This is an optimization exercise on Yosys and OpenROAD, whose aim is small area, not a production implementation.
The RTL of this run was laid out without a check of its function.
Power and IR drop assume default switching activity.

$ cat flow/constraint.sdc
create_clock -name core_clock -period 18.0 [get_ports {clk}]
set_input_delay 3.6000 -clock core_clock [delete_from_list [all_inputs] [get_ports {clk}]]
set_output_delay 3.6000 -clock core_clock [all_outputs]
set_load 0.01 [all_outputs]
$ cat flow/config.mk
export PLATFORM = sky130hd
export DESIGN_NAME = avg_bank
export DESIGN_NICKNAME = avg_bank
export VERILOG_FILES = /design/flow/design.v
export SDC_FILE = /design/flow/constraint.sdc
export NUM_CORES = 4
export LEC_CHECK = 0
export CAP_MARGIN = 20
export CORE_MARGIN = 2
export CORE_UTILIZATION = 40
export SLEW_MARGIN = 20
$ cat flow/run.sh
#!/bin/bash
# synth_recipe.tcl (not shown) runs the flow's synth.tcl, then flattens the netlist and writes it again
# the make line also repeats each setting of config.mk as NAME=value (left out here)
make -C /OpenROAD-flow-scripts/flow DESIGN_CONFIG=/design/flow/config.mk WORK_HOME=/design/flow/orfs CLKGATE_MAP_FILE= SYNTH_SCRIPT=/design/flow/synth_recipe.tcl finish
$ cat flow/design.v
module avg_bank (
    input  wire        clk,
    input  wire        rst,
    input  wire        scan,
    input  wire        s_valid,
    input  wire [7:0]  s_pd,
    input  wire [15:0] s_value,
    input  wire [1:0]  s_tag,
    input  wire        cfg_valid,
    input  wire [3:0]  cfg_ch,
    input  wire [7:0]  cfg_pd,
    input  wire [3:0]  cfg_len,
    input  wire [3:0]  rd_ch,
    output wire [15:0] rd_mean,
    output wire [31:0] rd_sum,
    output wire [1:0]  rd_tag,
    output wire [31:0] rd_seq,
    output reg  [31:0] sat_count,
    output reg  [31:0] guard_count,
    output reg  [31:0] inv_count
);
    localparam NCH = 16;
    reg [7:0]  ch_pd      [0:NCH-1];
    reg [3:0]  ch_len     [0:NCH-1];
    reg        pend       [0:NCH-1];
    reg [7:0]  pend_pd    [0:NCH-1];
    reg [3:0]  pend_len   [0:NCH-1];
    reg [39:0] acc        [0:NCH-1];
    reg        acc_guard  [0:NCH-1];
    reg        acc_gneg   [0:NCH-1];
    reg        acc_inv    [0:NCH-1];
    reg [12:0] scans      [0:NCH-1];    
    reg [15:0] res_mean   [0:NCH-1];
    reg [31:0] res_sum    [0:NCH-1];
    reg [1:0]  res_tag    [0:NCH-1];
    reg [31:0] res_seq    [0:NCH-1];
    assign rd_mean = res_mean[rd_ch];
    assign rd_sum  = res_sum[rd_ch];
    assign rd_tag  = res_tag[rd_ch];
    assign rd_seq  = res_seq[rd_ch];
    wire signed [39:0] addend = {{9{s_value[15]}}, s_value, 15'd0};
    reg [39:0] sum_next   [0:NCH-1];
    reg        ovf        [0:NCH-1];
    reg        hit        [0:NCH-1];
    reg        complete   [0:NCH-1];
    reg [15:0] st_mean    [0:NCH-1];
    reg [31:0] st_sum     [0:NCH-1];
    reg [1:0]  st_tag     [0:NCH-1];
    integer i;
    reg signed [40:0] t;
    reg signed [39:0] v;
    reg [4:0]         sh;
    always @(*) begin
        for (i = 0; i < NCH; i = i + 1) begin
            hit[i]      = s_valid && !scan && (s_pd == ch_pd[i]);
            t           = $signed({acc[i][39], acc[i]}) + $signed({addend[39], addend});
            sum_next[i] = t[39:0];
            ovf[i]      = t[40] != t[39];
            complete[i] = ({19'd0, scans[i]} + 32'd1) == (32'd1 << ch_len[i]);
            if (acc_guard[i]) begin
                st_mean[i] = acc_gneg[i] ? 16'h8000 : 16'h7fff;
                st_sum[i]  = acc_gneg[i] ? 32'h8000_0000 : 32'h7fff_ffff;
                st_tag[i]  = 2'b11;
            end else begin
                st_tag[i] = {acc_inv[i], 1'b0};
                sh = 5'd15 + {1'b0, ch_len[i]};
                v  = $signed(acc[i]) >>> sh;
                if (v > 40'sd32767) begin
                    st_mean[i] = 16'h7fff;
                    st_tag[i][0] = 1'b1;
                end else if (v < -40'sd32768) begin
                    st_mean[i] = 16'h8000;
                    st_tag[i][0] = 1'b1;
                end else begin
                    st_mean[i] = v[15:0];
                end
                v = $signed(acc[i]) >>> 15;
                st_sum[i] = v[31:0];
            end
        end
    end
    reg [4:0] n_sat, n_guard, n_inv;
    always @(*) begin
        n_sat = 5'd0;
        n_guard = 5'd0;
        n_inv = 5'd0;
        if (scan) begin
            for (i = 0; i < NCH; i = i + 1) begin
                if (complete[i]) begin
                    if (acc_guard[i])
                        n_guard = n_guard + 5'd1;
                    else if (st_tag[i] == 2'b01)
                        n_sat = n_sat + 5'd1;
                    if (acc_inv[i])
                        n_inv = n_inv + 5'd1;
                end
            end
        end
    end
    function [31:0] sat_add;
        input [31:0] a;
        input [4:0]  b;
        reg   [32:0] s;
        begin
            s = {1'b0, a} + {28'd0, b};
            sat_add = s[32] ? 32'hffff_ffff : s[31:0];
        end
    endfunction
    always @(posedge clk) begin
        if (rst) begin
            for (i = 0; i < NCH; i = i + 1) begin
                ch_pd[i]     <= 8'd0;
                ch_len[i]    <= 4'd6;
                pend[i]      <= 1'b0;
                pend_pd[i]   <= 8'd0;
                pend_len[i]  <= 4'd0;
                acc[i]       <= 40'd0;
                acc_guard[i] <= 1'b0;
                acc_gneg[i]  <= 1'b0;
                acc_inv[i]   <= 1'b0;
                scans[i]     <= 13'd0;
                res_mean[i]  <= 16'd0;
                res_sum[i]   <= 32'd0;
                res_tag[i]   <= 2'd0;
                res_seq[i]   <= 32'd0;
            end
            sat_count   <= 32'd0;
            guard_count <= 32'd0;
            inv_count   <= 32'd0;
        end else begin
            sat_count   <= sat_add(sat_count, n_sat);
            guard_count <= sat_add(guard_count, n_guard);
            inv_count   <= sat_add(inv_count, n_inv);
            for (i = 0; i < NCH; i = i + 1) begin
                if (scan) begin
                    if (complete[i]) begin
                        res_mean[i] <= st_mean[i];
                        res_sum[i]  <= st_sum[i];
                        res_tag[i]  <= st_tag[i];
                        res_seq[i]  <= res_seq[i] + 32'd1;
                    end
                    if (complete[i] || pend[i]) begin
                        acc[i]       <= 40'd0;
                        acc_guard[i] <= 1'b0;
                        acc_gneg[i]  <= 1'b0;
                        acc_inv[i]   <= 1'b0;
                        scans[i]     <= 13'd0;
                    end else begin
                        scans[i] <= scans[i] + 13'd1;
                    end
                    if (pend[i]) begin
                        ch_pd[i]  <= pend_pd[i];
                        ch_len[i] <= pend_len[i];
                    end
                    pend[i] <= 1'b0;
                end else if (hit[i]) begin
                    acc[i] <= sum_next[i];
                    if (ovf[i] && !acc_guard[i]) begin
                        acc_guard[i] <= 1'b1;
                        acc_gneg[i]  <= addend[39];
                    end
                    if (s_tag[1])
                        acc_inv[i] <= 1'b1;
                end
                if (cfg_valid && cfg_ch == i) begin
                    pend[i]     <= 1'b1;
                    pend_pd[i]  <= cfg_pd;
                    pend_len[i] <= cfg_len;
                end
            end
        end
    end
endmodule
==> qor.yml <==
synth:
  synthFlopType: "dfxtp_1"
  seq_area_frac_synth: 0.304
  synth_nets: 20829
  yosys.area.top_type_share: 0.304
  synth_top_cell_by_area: "dfxtp_1"
  synth_cell_types: 125
  synth_warnings: 22
  syn_area_mm2: 0.156
  ys_async_sr_fraction: 0
  netlist_instances: 20187
  synthTopCellsByArea: "dfxtp_1 30%, a21oi_1 7.2%, nor2_1 6.0%"
  synth_edf_count: 0
  synth-seq-cells: 2368
  avgSynthCellArea_um2: 7.73
floorplanning:
  die_area_mm2: 0.395
  num_io_pins: 229
  fp.dieW_um: 628
  num_rows: 229
  core_mm2: 0.389
  chipHeight_um: 628
  start_util: 0.401
clocking:
  cts_buffers: 292
  clkTransAtPathRegs_ns: 0.06
  cts_tree: "done"
  clockRootBuffer: "clkbuf_16"
  cts_sinks: 2368
  clock_latency_ns: 0.99
  post-cts-setup-buffers: 0
  clock_path_buffers: 4
  h-tree-depth: 5
timing:
  setup_viol: 0
  tns_ns: 0
  finalMaxSlewViolations: 0
  worst_pin_slew_ns: 1.42
  finalHoldViolations: 0
  max_slew_margin: 0.0556
  period_minus_slack_ns: 16.87
  fmax_ghz: 0.0593
  final.setup_skew_ns: 0.0786
  rsz0062_at_grt: "no"
  period_share: 0.937
global_route:
  antenna_found_initial: 49
  globalRoute.totalOverflow: 0
  grt_pass1_wl_mm: 988
  first_global_vias: 139266
  grt_usage: 0.333
  grt_max_degree: 235
power:
  ir_drop_mv: 0.0783
  power_density_mw_per_mm2: 70.5
  p_leak_nw: 62.9
critical_path:
  end_kind: "flip-flop"
  critPathRequiredTime_ns: 18.83
  worst_r2r_path_depth: 59
  startpoint: "ch_len[2][0]"
  critPathKind: "reg -> reg"
  r2r_start: "ch_len[2][0]"
  arrival_ns: 17.70
  reg2reg_to: "sat_count[14]"
  r2r_slack_ns: 1.13
  startpoint_type: "flip-flop"
  crit_slowest_cell: "dfxtp_2"
  cp-endpoint: "sat_count[14]"
  max_stage_delay_ns: 0.93
  path_common_cell: "ha_1"
  cp_max_fo: 35
final_layout:
  synthToLayoutAreaGrowth_pct: 10.9
  drive_gt1_frac: 0.0764
  layout.cells.non_filler: 25135
  seq_area_mm2: 0.0474
  nets: 20338
  fin_area_mm2: 0.173
  n_fill_cell: 39471
  multi_input_area_mm2: 0.102
place:
  dpl.hpwl_mm: 508
  dpl.cell_count: 24587
  io_buffers: 227
  routabilityCongestion: 1.07
  place_area_mm2: 0.163
route:
  num_vias: 155117
  drt_iter0_drc: 19673
  ant_nets: 0
  firstDrtPassIters: 8
  routed_wl_mm: 688
  drc: 0
  wl_per_cell_um: 27.4
  viasPerCell: 6.17
status:
  outcome: "no timing/DRC/antenna violations"
flow_run:
  drv_cap: 0
worst_hold_path:
  hp-class: "reg -> reg"
[cell usage in the layout (no fill, tap or decap), types with 93 or more instances in the layout]
cell                n
a211oi_1          463
a21o_1            112
a21oi_1          2245
a22oi_1           966
and2_1             99
and3_1            247
buf_4             382
clkbuf_16         301
clkdlybuf4s50_1   201
dfxtp_1          2356
ha_1              571
inv_1             412
mux2_2            132
mux2i_1           437
mux4_2            241
nand2_1          2390
nand3_1           628
nand4_1           313
nor2_1           2465
nor2b_1           133
nor3_1            309
nor4_1            119
o21ai_0           911
o21bai_1          194
o22a_1             93
or3_1             137
xnor2_1           740
xor2_1            616
[through the flow]
stage          total power [mW]  hold slack (ns)  setup WS [ns]  utilization
6_report                   12.2            0.434           1.13        0.445
5_1_grt                    12.5            0.449         0.0980        0.445
4_1_cts                    12.2            0.433           1.02        0.445
3_5_place_dp               6.05            0.439           1.06        0.419
3_3_place_gp               6.04            0.435           1.10        0.419
2_1_floorplan              5.78            0.432           3.50            -
[flip-flops by register name, summed over array words and instances, names as in the netlist]
register,count
ch_pd,128
res_sum,416
res_seq,512
acc_gneg,16
scans,208
pend_len,64
inv_count,32
acc_guard,16
res_tag,32
pend_pd,128
acc_inv,16
guard_count,32
res_mean,256
pend,16
acc,400
sat_count,32
ch_len,64
[kinds of logic after synthesis]
family                     after synthesis  synth area share
AOI/OAI and AO/OA                     5754             0.230
DFF                                   2368             0.304
xor gates and xnor gates              1427            0.0828
and+or+nand+nor                       7387             0.215
adders and majority gates              593            0.0484
muxes                                  821            0.0737
buffers and inverters                 1837            0.0463
[synthesized netlist by cell type, types with 104 or more instances]
library cell,instances
nand2_1,2393
mux4_2,241
a211oi_1,465
inv_1,413
a21o_1,112
ha_1,572
clkbuf_1,1184
and2_1,104
dfxtp_1,2368
mux2i_1,439
nor2b_1,135
buf_1,120
xor2_1,629
a22oi_1,970
nand4_1,313
mux2_2,132
nor4_1,141
a21oi_1,2247
nor2_1,2487
nand3_1,629
o21bai_1,194
nor3_1,327
o21ai_0,911
or3_1,137
and3_1,247
xnor2_1,761
[routing by layer]
metal | track usage | wire length (µm) | vias up
met5 | 0 | 101 | -
met4 | 0.227 | 55500 | 14
met3 | 0.0667 | 65700 | 1599
met2 | 0.483 | 283000 | 7423
met1 | 0.443 | 284000 | 74490
li1 | - | - | 71591
[worst max-delay path: cells and delay by family, from the launching register on]
family | cells | cell delay (ns)
simple gates | 20 | 4.70
fa+ha+maj | 12 | 4.17
mux | 9 | 2.62
compound gates | 10 | 2.22
buf+inv | 5 | 1.21
flops | 1 | 0.93
xor+xnor | 3 | 0.80
[area by class of cell]
type                    count  area share
flip-flops and latches   2368       0.274
multi-input cells       15982       0.591
clock buffers             416      0.0491
clock inverters           101     0.00825
well taps                5197      0.0376
diodes                     19    0.000275
repair buffers            623      0.0303
inverters                 429     0.00935
[report_power, final]
part	internal (mW)	switching (mW)	leakage [nW]
clock network	3.67	2.56	4.85
registers	5.26	0.0207	19.1
logic	0.176	0.500	39.0
total	9.11	3.08	62.9
[worst min path at each step]
stage	start	endpoint	slack, ns	cells after the start
finish	pend_pd[7][0]	ch_pd[7][0]	0.43	2
global route	pend_pd[14][3]	ch_pd[14][3]	0.45	2
CTS	pend_pd[14][3]	ch_pd[14][3]	0.43	2
detailed placement	pend_len[6][0]	ch_len[6][0]	0.44	2
global placement	pend_len[10][0]	ch_len[10][0]	0.44	2
floorplan	res_mean[1][0]	res_mean[1][0]	0.43	2
[timing repair]
| item | in CTS | in global routing |
|---|---|---|
| hold buffers | 0 | 0 |
| setup endpoints to repair | 0 | 3 |
| gates resized for setup | 0 | 1 |

-- what the ideal ports hide --
How much do the figures lean on ideal ports? The routed layout below was timed once more, with nothing changed but the port constraints.
Step 1 assumes that a clkbuf_16 drives the clock port and a buf_2 every other input.
Step 2, shift: input delay + t, output delay - t, t = (earliest + latest rising clock arrival at the registers) / 2. This alone moves slack from input paths to output paths.
a / b / c = ideal / step 1 / step 2; a / b = the first two.
t (ns): 1.075
setup WS [ns]: 1.134 / 1.134 / 1.134
hold WS [ns]: 0.434 / 0.434 / 0.434
worst setup path after step 2: register to register
After both steps this run still meets setup and hold. The setup slack of this run moves by 0.000 ns with the drivers and by 0.000 ns with both steps.
